This design comes from an exercise in tuning for small area, a short achievable clock period and few clock cycles on the open sky130 flow, not from production work.
Only simulation tests tie the RTL to the original design; equivalence was not proved.

==> inputs of job 9857 <==
Design grd_sha256, start of the top module:
module grd_sha256 (
    input  wire         clk,
    input  wire         rst,         
    input  wire         in_valid,
    output wire         in_ready,
    input  wire [31:0]  in_word,
    output reg          out_valid,
    output wire [255:0] out_dig
);
    localparam [31:0] IV0 = 32'h6a09e667, IV1 = 32'hbb67ae85,
                      IV2 = 32'h3c6ef372, IV3 = 32'ha54ff53a,
                      IV4 = 32'h510e527f, IV5 = 32'h9b05688c,
                      IV6 = 32'h1f83d9ab, IV7 = 32'h5be0cd19;
    reg  [7:0]   n;
    reg  [3:0]   sc;      
    reg  [31:0]  a, b, c, d, e, f, g, h;
    reg  [511:0] wq;      
    reg  [31:0]  hkw;     
    reg  [31:0]  kreg;    
    reg  [31:0]  wr;      
    reg          vr;      
    wire [31:0] w [0:15];
    genvar gi;
    generate for (gi = 0; gi < 16; gi = gi + 1) begin : g_w
        assign w[gi] = wq[32*gi +: 32];
    end endgenerate
    reg  f_load, f_ffa, f_ffb, f_rot, f_wh, f_wsched, f_wop;
    reg  f_lt15, f_last, f_n0, f_n1;
    reg  [3:0] f_ffs;     
    reg  sz;              
    reg  stall, hold, pass;
  ...
==> flow/config.mk <==
export PLATFORM = sky130hd
export DESIGN_NAME = grd_sha256
export DESIGN_NICKNAME = grd_sha256
export VERILOG_FILES = /design/flow/design.v
export SDC_FILE = /design/flow/constraint.sdc
export NUM_CORES = 4
export LEC_CHECK = 0
export CAP_MARGIN = 20
export CORE_MARGIN = 2
export CORE_UTILIZATION = 40
export PLACE_DENSITY = 0.6
export SLEW_MARGIN = 20
==> flow/constraint.sdc <==
create_clock -name core_clock -period 12.0 [get_ports {clk}]
set_input_delay 2.4000 -clock core_clock [delete_from_list [all_inputs] [get_ports {clk}]]
set_output_delay 2.4000 -clock core_clock [all_outputs]
set_load 0.01 [all_outputs]
standard.sh (not shown) runs the stock make flow with config.mk's settings and CLKGATE_MAP_FILE= SYNTH_SCRIPT=/design/flow/synth_recipe.tcl, a recipe that flattens the netlist after the stock synthesis.
==> flow/flow/run.sh <==
#!/bin/bash
# Layout flow: the standard flow (standard.sh: the standard synthesis and
# steps), with two changes to how the layout is made:
#  - the timing repair aims at a larger setup margin, so that the layout runs
#    at a shorter period than the 12 ns constraint requires;
#  - the port buffers that global placement inserts are buf_4 cells.
# The full make output goes to standard_flow.log; ORFS keeps each step's log
# under orfs/logs.
set -euo pipefail
bash standard.sh SETUP_SLACK_MARGIN=8 "BUFFER_PORTS_ARGS=-buffer_cell sky130_fd_sc_hd__buf_4" finish > standard_flow.log 2>&1
==> job 6170: changes against job 9857 <==
--- a/flow/design.v
+++ b/flow/design.v
@@ -14,10 +14,11 @@
     reg  [7:0]   n;
     reg  [3:0]   sc;      
     reg  [31:0]  a, b, c, d, e, f, g, h;
     reg  [511:0] wq;      
     reg  [31:0]  hkw;     
+    reg  [31:0]  ps, pc;  
     reg  [31:0]  kreg;    
     reg  [31:0]  wr;      
     reg          vr;      
     wire [31:0] w [0:15];
     genvar gi;
@@ -26,11 +27,11 @@
     end endgenerate
     reg  f_load, f_ffa, f_ffb, f_rot, f_wh, f_wsched, f_wop;
     reg  f_lt15, f_last, f_n0, f_n1;
     reg  [3:0] f_ffs;     
     reg  sz;              
-    reg  stall, hold, pass;
+    reg  stall, rot, pass;
     wire take  = f_load & vr & sz;              
     wire ff    = f_ffa | f_ffb;
     assign in_ready = f_last | (f_load & ~vr) | (f_lt15 & take);
     wire acc = in_valid & in_ready;
     wire [7:0] n1   = (n == 8'd137) ? 8'd0 : n + 8'd1;
@@ -49,11 +50,11 @@
             sc        <= 4'd0;
             sz        <= 1'b1;
             out_valid <= 1'b0;
             vr        <= 1'b0;
             stall     <= 1'b1;
-            hold      <= 1'b1;
+            rot       <= 1'b1;
             pass      <= 1'b1;
             f_lt15    <= 1'b1;
             f_last    <= 1'b0;
             f_n0      <= 1'b1;
             f_n1      <= 1'b0;
@@ -69,11 +70,11 @@
             out_valid <= f_last;
             vr        <= vr_n;
             sc        <= sc_n;
             sz        <= (sc_n == 4'd0);
             stall     <= stall_n;
-            hold      <= stall_n | n1_n;
+            rot       <= stall_n | n1_n;
             pass      <= stall_n | n1_n | n0_n | ffa_n | ffb_n;
             n         <= nn;
             f_load    <= load_n;
             f_lt15    <= (nn < 8'd15);
             f_last    <= (nn == 8'd137);
@@ -259,51 +260,54 @@
                 g = gn; p = pn;
             end
             add = x ^ y ^ {g[30:0], 1'b0};
         end
     endfunction
-    wire [31:0] ss0  = {w[1][6:0], w[1][31:7]} ^ {w[1][17:0], w[1][31:18]} ^ (w[1] >> 3);
-    wire [31:0] ss1  = {w[14][16:0], w[14][31:17]} ^ {w[14][18:0], w[14][31:19]} ^ (w[14] >> 10);
-    wire [63:0] ws1  = csa(w[0], w[9], ss0);
+    reg  [31:0] wnew;
+    wire [31:0] ss0  = {w[2][6:0], w[2][31:7]} ^ {w[2][17:0], w[2][31:18]} ^ (w[2] >> 3);
+    wire [31:0] ss1  = {w[15][16:0], w[15][31:17]} ^ {w[15][18:0], w[15][31:19]} ^ (w[15] >> 10);
+    wire [63:0] ws1  = csa(w[1], w[10], ss0);
     wire [63:0] ws2  = csa(ws1[31:0], ws1[63:32], ss1);
-    wire [31:0] wnew = add(ws2[31:0], ws2[63:32]);
+    always @(posedge clk)
+        wnew <= add(ws2[31:0], ws2[63:32]);
     wire [31:0] wop  = f_wop ? w[15] : 32'd0;
     wire [63:0] hs1  = csa(g, kreg, wop);
     wire [31:0] hkw_n = add(hs1[31:0], hs1[63:32]);
-    wire [31:0] s1   = {e[5:0], e[31:6]} ^ {e[10:0], e[31:11]} ^ {e[24:0], e[31:25]};
-    wire [31:0] ch   = (e & f) ^ (~e & g);
     wire [31:0] s0   = {a[1:0], a[31:2]} ^ {a[12:0], a[31:13]} ^ {a[21:0], a[31:22]};
     wire [31:0] maj  = (a & b) ^ (a & c) ^ (b & c);
-    wire [63:0] es1  = csa(hkw, d, ch);
-    wire [63:0] es2  = csa(es1[31:0], es1[63:32], s1);
-    wire [63:0] as1  = csa(hkw, ch, maj);
-    wire [63:0] as2  = csa(as1[31:0], as1[63:32], s0);
-    wire [63:0] as3  = csa(as2[31:0], as2[63:32], s1);
+    wire [63:0] es2  = csa(ps, pc, d);
+    wire [63:0] as2  = csa(ps, pc, maj);
+    wire [63:0] as3  = csa(as2[31:0], as2[63:32], s0);
     wire [31:0] ffx  = f_ffb ? w[13] : ivx;
     wire [31:0] ffy  = f_ffb ? w[5]  : ivy;
-    wire [31:0] xa   = f_n0 ? IV0 : hold ? a : ffx;
-    wire [31:0] ya   = (f_n0 | hold) ? 32'd0 : d;
-    wire [31:0] xe   = f_n0 ? IV4 : hold ? e : ffy;
-    wire [31:0] ye   = (f_n0 | hold) ? 32'd0 : h;
-    wire [31:0] e_new = add(pass ? xe : es2[31:0], pass ? ye : es2[63:32]);
+    wire [31:0] xa   = f_n0 ? IV1 : rot ? 32'd0 : ffx;
+    wire [31:0] ya   = f_n0 ? 32'd0 : d;
+    wire [31:0] xe   = f_n0 ? IV5 : rot ? 32'd0 : ffy;
+    wire [31:0] ye   = f_n0 ? 32'd0 : h;
+    wire [31:0] e_new = pass ? add(xe, ye) : add(es2[31:0], es2[63:32]);
     wire [31:0] a_new = add(pass ? xa : as3[31:0], pass ? ya : as3[63:32]);
+    wire [31:0] hkw_nx = stall ? hkw : hkw_n;
+    wire [31:0] s1_nx  = {e_new[5:0], e_new[31:6]} ^ {e_new[10:0], e_new[31:11]} ^ {e_new[24:0], e_new[31:25]};
+    wire [31:0] ch_nx  = (e_new & e) ^ (~e_new & f);
+    wire [63:0] p_nx   = csa(hkw_nx, s1_nx, ch_nx);
+    always @(posedge clk) begin
+        ps <= p_nx[31:0];
+        pc <= p_nx[63:32];
+    end
     always @(posedge clk) begin
         a <= a_new;
         e <= e_new;
         if (f_n0) begin
-            b <= IV1; c <= IV2; d <= IV3;
-            f <= IV5; g <= IV7; h <= IV7;
-        end else if (f_n1) begin
-            if (!stall) g <= IV6;
-        end else if (!stall) begin
+            b <= IV2; c <= IV3; d <= IV0;
+            f <= IV6; g <= IV7; h <= IV4;
+        end else begin
             b <= a; c <= b; d <= c;
             f <= e; g <= f; h <= g;
         end
     end
     always @(posedge clk)
-        if (!stall)
-            hkw <= hkw_n;
+        hkw <= hkw_nx;
     always @(posedge clk) begin
         wq[223:0]   <= wq[255:32];
         wq[255:224] <= f_wh ? e : w[8];
         wq[479:256] <= wq[511:288];
         wq[511:480] <= ((f_load & ~take) | f_rot) ? w[0] :
==> metrics.md <==
| Metric | Value |
|---|---|
| Starting DRC count in detailed routing | `about 4700` |
| Status | `complete, no violations` |
| Syn_area_per_cell | `between 10 and 15 sq um` |
| WL final | `roughly 200000 um` |
| Via count | `roughly 37000` |
| WL met1 | `roughly 80000 um` |
| Largest family of logic cells by synthesized area | `adder cells` |
| Critical Path Start | `ps[13]$_DFF_P_` |
| Final hold slack | `about 0.3 ns` |
| FMAX | `about 0.23 GHz` |
| Met2 GRT Util | `50.2%` |
| Portion of netlist area occupied by mux cells | `about 3.1%` |
# the run above: job 6170

==> metrics.md <==
| Metric | Value |
|---|---|
| Status | `complete, no violations` |
| FMAX | `roughly 0.21 GHz` |
| Critical Path Start | `a[10]$_DFF_P_` |
| Ys flop type | `dfxtp_1` |
| Syn_area_per_cell | `between 9 and 10 sq um` |
| Hold Path Cell Cnt | `0` |
| Most frequent CP cell | `fa_1` |
| Final hold slack | `0.274 ns` |
| Fin cells | `6642` |
| WL met1 | `between 90000 and 100000 um` |
| Layout Nets | `around 5500` |
| Starting DRC count in detailed routing | `5587` |
| Largest family of logic cells by synthesized area | `compound AO/OA/AOI/OAI gates` |
| WL final | `~240000 um` |
| Max-Cap Viols | `0` |
| Portion of netlist area occupied by mux cells | `1.98%` |
# the run above: job 9857

Testbench counts of job 9857, summed over its fixed seeds: cycles 82,812.
Testbench counts of job 6170, summed over its fixed seeds: cycles 82,812.

## static timing again, ports no longer ideal
Ports are ideal in the flow. The routed layouts listed here were re-timed in OpenROAD.
Step 1, drivers: a clkbuf_16 drives clk and a buf_2 each remaining input, both assumed.
Step 2 times the ports against the registers' clock, not the clock port: input delays grow and output delays shrink by t, the midpoint of the rising clock arrivals with the driver on.
Three values: ideal, step 1, step 2; two values: the first two.
run	shift t [ns]	slack for setup (ns)	latest minus earliest clock arrival (ns)	worst register clock-pin slew, ns	worst slew at a driven data input, ns
job 9857	0.770	7.159 / 7.159 / 7.159	0.054 / 0.053	0.07 / 0.07	0.05
job 6170	0.760	7.626 / 7.626 / 7.626	0.035 / 0.035	0.07 / 0.07	0.07
After both steps every run listed still meets setup and hold.
